Source: an optimization exercise on an open RTL-to-GDS flow (aim: small area, a short achievable clock period and few clock cycles per item). Production flows keep margins and buffers that such runs may drop.
RTL that was checked went through simulation tests only; none was proved equivalent to the original.

## dx_ecc
module dx_ecc (
    input  wire        clk,
    input  wire        rst,
    input  wire        in_valid,
    output wire        in_ready,
    input  wire        in_op,
    input  wire [63:0] in_data,
    input  wire [15:0] in_check,
    output reg         out_valid,
    output reg  [63:0] out_data,
    output reg  [15:0] out_check,
    output reg  [2:0]  out_status
);
Size: roughly 280 flip-flops.
clock: 14.0 ns
lec_check: 0
cap_margin: 20
core_margin: 2
core_utilization: 40
slew_margin: 20
standard.sh (not shown) runs the stock make flow with config.mk's settings and CLKGATE_MAP_FILE= SYNTH_SCRIPT=/design/flow/synth_recipe.tcl, a recipe that flattens the netlist after the stock synthesis.
==> flow/flow/run.sh <==
#!/bin/bash
# Own flow: the standard layout (standard synthesis unchanged), with
#  - port buffers of sky130_fd_sc_hd__buf_2 instead of the automatically chosen cell;
set -euo pipefail
bash standard.sh \
  "SETUP_SLACK_MARGIN=${FLOW_SETUP_MARGIN:-10.5}" \
  "BUFFER_PORTS_ARGS=-buffer_cell sky130_fd_sc_hd__buf_2" \
  finish > standard_make.log 2>&1
The starting point went through all stages and came out clean.
Testbench counts at the start, summed over its fixed seeds: cycles 12,024, items 12,000.
Change:
==> flow/run.sh (new file) <==
#!/bin/bash
# synth_recipe.tcl (not shown) runs the flow's synth.tcl, then flattens the netlist and writes it again
# the make line also repeats each setting of config.mk as NAME=value (left out here)
make -C /OpenROAD-flow-scripts/flow DESIGN_CONFIG=/design/flow/config.mk WORK_HOME=/design/flow/orfs CLKGATE_MAP_FILE= SYNTH_SCRIPT=/design/flow/synth_recipe.tcl finish
removed: flow/flow/run.sh
removed: flow/standard.sh
Result: The changed run completed without violations. Cell area came out lower by about 20%. Cell count falls by 8.5%. Synthesized area does not change. Wire length is lower by about 16%. Critical path depth decreases by 1. Via count goes down by about 11%. Worst setup slack is worse by 1.8 ns. First-iteration DRC count falls by about 14%.
Change:
==> flow/flow/run.sh (new file) <==
#!/bin/bash
# Own flow: the standard layout (standard synthesis unchanged), with
#  - port buffers of sky130_fd_sc_hd__buf_2 instead of the automatically chosen cell;
set -euo pipefail
bash standard.sh \
  "SETUP_SLACK_MARGIN=${FLOW_SETUP_MARGIN:-9.0}" \
  "BUFFER_PORTS_ARGS=-buffer_cell sky130_fd_sc_hd__buf_2" \
  finish > standard_make.log 2>&1
==> flow/standard.sh (new file) <==
#!/bin/bash
# synth_recipe.tcl (not shown) runs the flow's synth.tcl, then flattens the netlist and writes it again
# the make line also repeats each setting of config.mk as NAME=value (left out here)
make -C /OpenROAD-flow-scripts/flow DESIGN_CONFIG=/design/flow/config.mk WORK_HOME=/design/flow/orfs CLKGATE_MAP_FILE= SYNTH_SCRIPT=/design/flow/synth_recipe.tcl "${@:-finish}"
removed: flow/run.sh
The changed run completed with no timing, DRC or antenna violations.
Global-route usage stays flat.
Area after synthesis is unchanged.
Design area grows by about 0.8%.
Cell count grows by about 1.4%.
Routed wire length grows by 1.4%.
Setup slack improves by 1.4 ns.
Die area stays the same.
Change:
--- a/flow/flow/run.sh
+++ b/flow/flow/run.sh
@@ -6 +6 @@
-  "SETUP_SLACK_MARGIN=${FLOW_SETUP_MARGIN:-9.0}" \
+  "SETUP_SLACK_MARGIN=${FLOW_SETUP_MARGIN:-10.0}" \
Result: The changed run finished with timing, DRC and antenna clean. Area after synthesis does not change. Critical path depth came out higher by 2. Setup slack improved by 0.44 ns.


run 1:
dx_ecc, a different RTL version from the one above (not shown whole).
Size: roughly 1800 cells after synthesis, about 170 I/O pins, roughly 16000 sq um of cells after synthesis.
==> flow/config.mk <==
export PLATFORM = sky130hd
export DESIGN_NAME = dx_ecc
export DESIGN_NICKNAME = dx_ecc
export VERILOG_FILES = /design/flow/design.v
export SDC_FILE = /design/flow/constraint.sdc
export NUM_CORES = 4
export LEC_CHECK = 0
export CAP_MARGIN = 20
export CORE_MARGIN = 2
export CORE_UTILIZATION = 40
export SLEW_MARGIN = 20
==> flow/constraint.sdc <==
create_clock -name core_clock -period 14.0 [get_ports {clk}]
set_input_delay 2.8000 -clock core_clock [delete_from_list [all_inputs] [get_ports {clk}]]
set_output_delay 2.8000 -clock core_clock [all_outputs]
set_load 0.01 [all_outputs]
==> flow/flow/run.sh <==
#!/bin/bash
# Own flow: the standard layout (standard synthesis unchanged), with
#  - port buffers of sky130_fd_sc_hd__buf_2 instead of the automatically chosen cell;
set -euo pipefail
bash standard.sh \
  "SETUP_SLACK_MARGIN=${FLOW_SETUP_MARGIN:-9.3}" \
  "BUFFER_PORTS_ARGS=-buffer_cell sky130_fd_sc_hd__buf_2" \
  finish > standard_make.log 2>&1
Testbench counts of run 1, summed over its fixed seeds: cycles 12,024, items 12,000.
The inputs of run 2 differ from those of run 1 as listed below.
- CTS_CLUSTER_SIZE: unset -> 16
- CORE_UTILIZATION: 40 -> 60
- CTS_BUF_LIST: unset -> sky130_fd_sc_hd__clkbuf_4 sky130_fd_sc_hd__clkbuf_8
- CTS_CLUSTER_DIAMETER: unset -> 80
-- flow/flow/run.sh --
<<< run 1, line 6
  "SETUP_SLACK_MARGIN=${FLOW_SETUP_MARGIN:-9.3}" \
>>> run 2, line 6
  "SETUP_SLACK_MARGIN=${FLOW_SETUP_MARGIN:-9.5}" \
Results
The clock-buffer cell count reported for run 2 is smaller than that of run 1 by about 30%. Routing usage on met2 was higher in run 2 than in run 1. Run 2 vs run 1, worst setup path endpoint: s3_1[1] vs p1_1.
Relative to run 2, the following input files were edited for run 3:
- a deleted CTS_CLUSTER_SIZE that had been 16
- a deleted CTS_CLUSTER_DIAMETER that had been 80
- an added ABC_AREA of 1
- a deleted CTS_BUF_LIST that had been sky130_fd_sc_hd__clkbuf_4 sky130_fd_sc_hd__clkbuf_8
## What came out
Diff run 2 -> run 3 | number of global-route vias before repair | increase of 2766. Between run 3 and run 2, the post-cts hold buffer count figures differ only marginally. End point of the critical path = s1_1[2]: run 3; end point of the critical path = s3_1[1]: run 2. Run 3 vs. run 2: post-placement setup slack has increased, standard cell area after detailed placement has increased. From run 2 to run 3 the numbers moved as follows: end-of-flow core utilization higher, global-route met3 utilization lower. A most common cell after layout, fill and taps aside of sky130_fd_sc_hd__xnor2_1 is what run 2 shows, while sky130_fd_sc_hd__nand2_1 belongs to run 3.


Another version of the RTL of dx_ecc (not shown whole).
For scale: roughly 280 flip-flops, ~170 I/O pins.
export LEC_CHECK = 0
export CAP_MARGIN = 20
export CORE_MARGIN = 2
export CORE_UTILIZATION = 60
export CTS_BUF_LIST = sky130_fd_sc_hd__clkbuf_4 sky130_fd_sc_hd__clkbuf_8
export CTS_CLUSTER_DIAMETER = 80
export CTS_CLUSTER_SIZE = 16
export SLEW_MARGIN = 20
create_clock -name core_clock -period 14.0 [get_ports {clk}]
==> flow/flow/run.sh <==
#!/bin/bash
# Own flow: the standard layout (standard synthesis unchanged), with
#  - port buffers of sky130_fd_sc_hd__buf_2 instead of the automatically chosen cell;
set -euo pipefail
bash standard.sh \
  "SETUP_SLACK_MARGIN=${FLOW_SETUP_MARGIN:-10.0}" \
  "BUFFER_PORTS_ARGS=-buffer_cell sky130_fd_sc_hd__buf_2" \
  finish > standard_make.log 2>&1
The first run finished with timing, DRC and antenna clean.
Testbench counts at the start, summed over its fixed seeds: cycles 12,024, items 12,000.
Then changed:
--- a/flow/flow/run.sh
+++ b/flow/flow/run.sh
@@ -6 +6 @@
-  "SETUP_SLACK_MARGIN=${FLOW_SETUP_MARGIN:-10.0}" \
+  "SETUP_SLACK_MARGIN=${FLOW_SETUP_MARGIN:-10.2}" \
The new run ran to the end with no violations. Worst setup slack is better by 0.028 ns. Die area does not change. Routed wire length goes up by 18%. Via count goes up by 8.9%. Register-to-register slack is better by 0.23 ns. Cell count goes up by 3.9%.
Then changed:
--- a/flow/flow/run.sh
+++ b/flow/flow/run.sh
@@ -6 +6 @@
-  "SETUP_SLACK_MARGIN=${FLOW_SETUP_MARGIN:-10.2}" \
+  "SETUP_SLACK_MARGIN=${FLOW_SETUP_MARGIN:-9.6}" \
Synthesized area does not change; worst setup slack degrades by 0.28 ns; cell area falls by 16%; worst hold slack gets better by 0.0041 ns; wire length falls by 15%; fmax decreases by 6.4%; via count fell by 9.7%; clock-buffer cell count shrinks by 3; synthesized cell count is unchanged.
Then changed:
--- a/flow/flow/run.sh
+++ b/flow/flow/run.sh
@@ -6 +6 @@
-  "SETUP_SLACK_MARGIN=${FLOW_SETUP_MARGIN:-9.6}" \
+  "SETUP_SLACK_MARGIN=${FLOW_SETUP_MARGIN:-9.7}" \
--- a/flow/config.mk
+++ b/flow/config.mk
@@ -10 +10 @@
-export CORE_UTILIZATION = 60
+export CORE_UTILIZATION = 50
Final area goes up by 1.2%.
Worst setup slack gains 0.13 ns.
Critical path depth stays the same.


dx_ecc, a different RTL version from the one above (not shown whole).
Size in the first run: about 1800 cells after synthesis.
Settings: LEC_CHECK=0, CAP_MARGIN=20, CORE_MARGIN=2, CORE_UTILIZATION=60, SLEW_MARGIN=20; clock period 14.0 ns.
==> flow/flow/run.sh <==
#!/bin/bash
# Own flow: the standard layout (standard synthesis unchanged), with
#  - port buffers of sky130_fd_sc_hd__buf_2 instead of the automatically chosen cell;
set -euo pipefail
bash standard.sh \
  "SETUP_SLACK_MARGIN=${FLOW_SETUP_MARGIN:-9.5}" \
  "BUFFER_PORTS_ARGS=-buffer_cell sky130_fd_sc_hd__buf_2" \
  finish > standard_make.log 2>&1
The baseline went through all stages and came out clean.
Edit:
--- a/flow/flow/run.sh
+++ b/flow/flow/run.sh
@@ -5,3 +5,3 @@
 bash standard.sh \
-  "SETUP_SLACK_MARGIN=${FLOW_SETUP_MARGIN:-9.5}" \
+  "SETUP_SLACK_MARGIN=${FLOW_SETUP_MARGIN:-9.3}" \
   "BUFFER_PORTS_ARGS=-buffer_cell sky130_fd_sc_hd__buf_2" \
--- a/flow/config.mk
+++ b/flow/config.mk
@@ -9,3 +9,3 @@
 export CORE_MARGIN = 2
-export CORE_UTILIZATION = 60
+export CORE_UTILIZATION = 40
 export SLEW_MARGIN = 20
The new run passed the timing, DRC and antenna checks.
Global-route usage goes down by 11 points.
Clock-buffer cell count stays the same.
Register-to-register slack got worse by 130 ps.
Sequential cell count does not change.
Die area increases by well over a third.
Core utilization went down by 23 points.
Synthesized cell count does not change.
Non-clock buffer count decreases by 6.
Function was not checked in any run of this note: the RTL went through the layout flow alone.

==> static timing again, ports no longer ideal <==
The results above use ideal ports. As a check the final layouts listed here were re-extracted and re-timed, cells and wires unchanged.
Step 1 (the two cells are an assumption about what drives the block):
set clk [get_ports {clk}]
set_driving_cell -lib_cell sky130_fd_sc_hd__clkbuf_16 $clk
set_driving_cell -lib_cell sky130_fd_sc_hd__buf_2 [delete_from_list [all_inputs] $clk]
Step 2 moves the port delays by t, midway between the first and last clock arrival at a register: inputs arrive t later, outputs are due t later. That takes back most of the time a late clock gives input paths.
a / b / c = ideal / step 1 / step 2; a / b = the first two.
run | shift t [ns] | setup slack, ns | slew at the worst register clock pin (ns)
the first run of note 1 | 0.643 | 9.567 / 9.567 / 9.254 | 0.08 / 0.08
the second run of note 1 | 0.616 | 7.782 / 7.782 / 7.782 | 0.07 / 0.07
the third run of note 1 | 0.623 | 9.195 / 9.195 / 8.881 | 0.07 / 0.07
the fourth run of note 1 | 0.646 | 9.632 / 9.632 / 9.394 | 0.09 / 0.09
run 1 | 0.599 | 9.481 / 9.489 / 8.907 | 0.07 / 0.07
run 2 | 0.600 | 9.600 / 9.601 / 9.027 | 0.10 / 0.10
run 3 | 0.610 | 9.558 / 9.590 / 8.980 | 0.07 / 0.07
the first run of note 3 | 0.595 | 9.893 / 9.904 / 9.309 | 0.11 / 0.11
the second run of note 3 | 0.621 | 9.921 / 9.948 / 9.326 | 0.10 / 0.10
the third run of note 3 | 0.595 | 9.641 / 9.661 / 9.066 | 0.11 / 0.11
the fourth run of note 3 | 0.597 | 9.770 / 9.793 / 9.196 | 0.11 / 0.11
the first run of note 4 | 0.593 | 9.578 / 9.611 / 9.018 | 0.07 / 0.07
the second run of note 4 | 0.598 | 9.412 / 9.441 / 8.843 | 0.07 / 0.07
After both steps setup and hold are still met in every run listed. For the second run of note 3, which loses most, drivers alone change the setup slack by +0.027 ns; drivers and shift together by -0.595 ns.
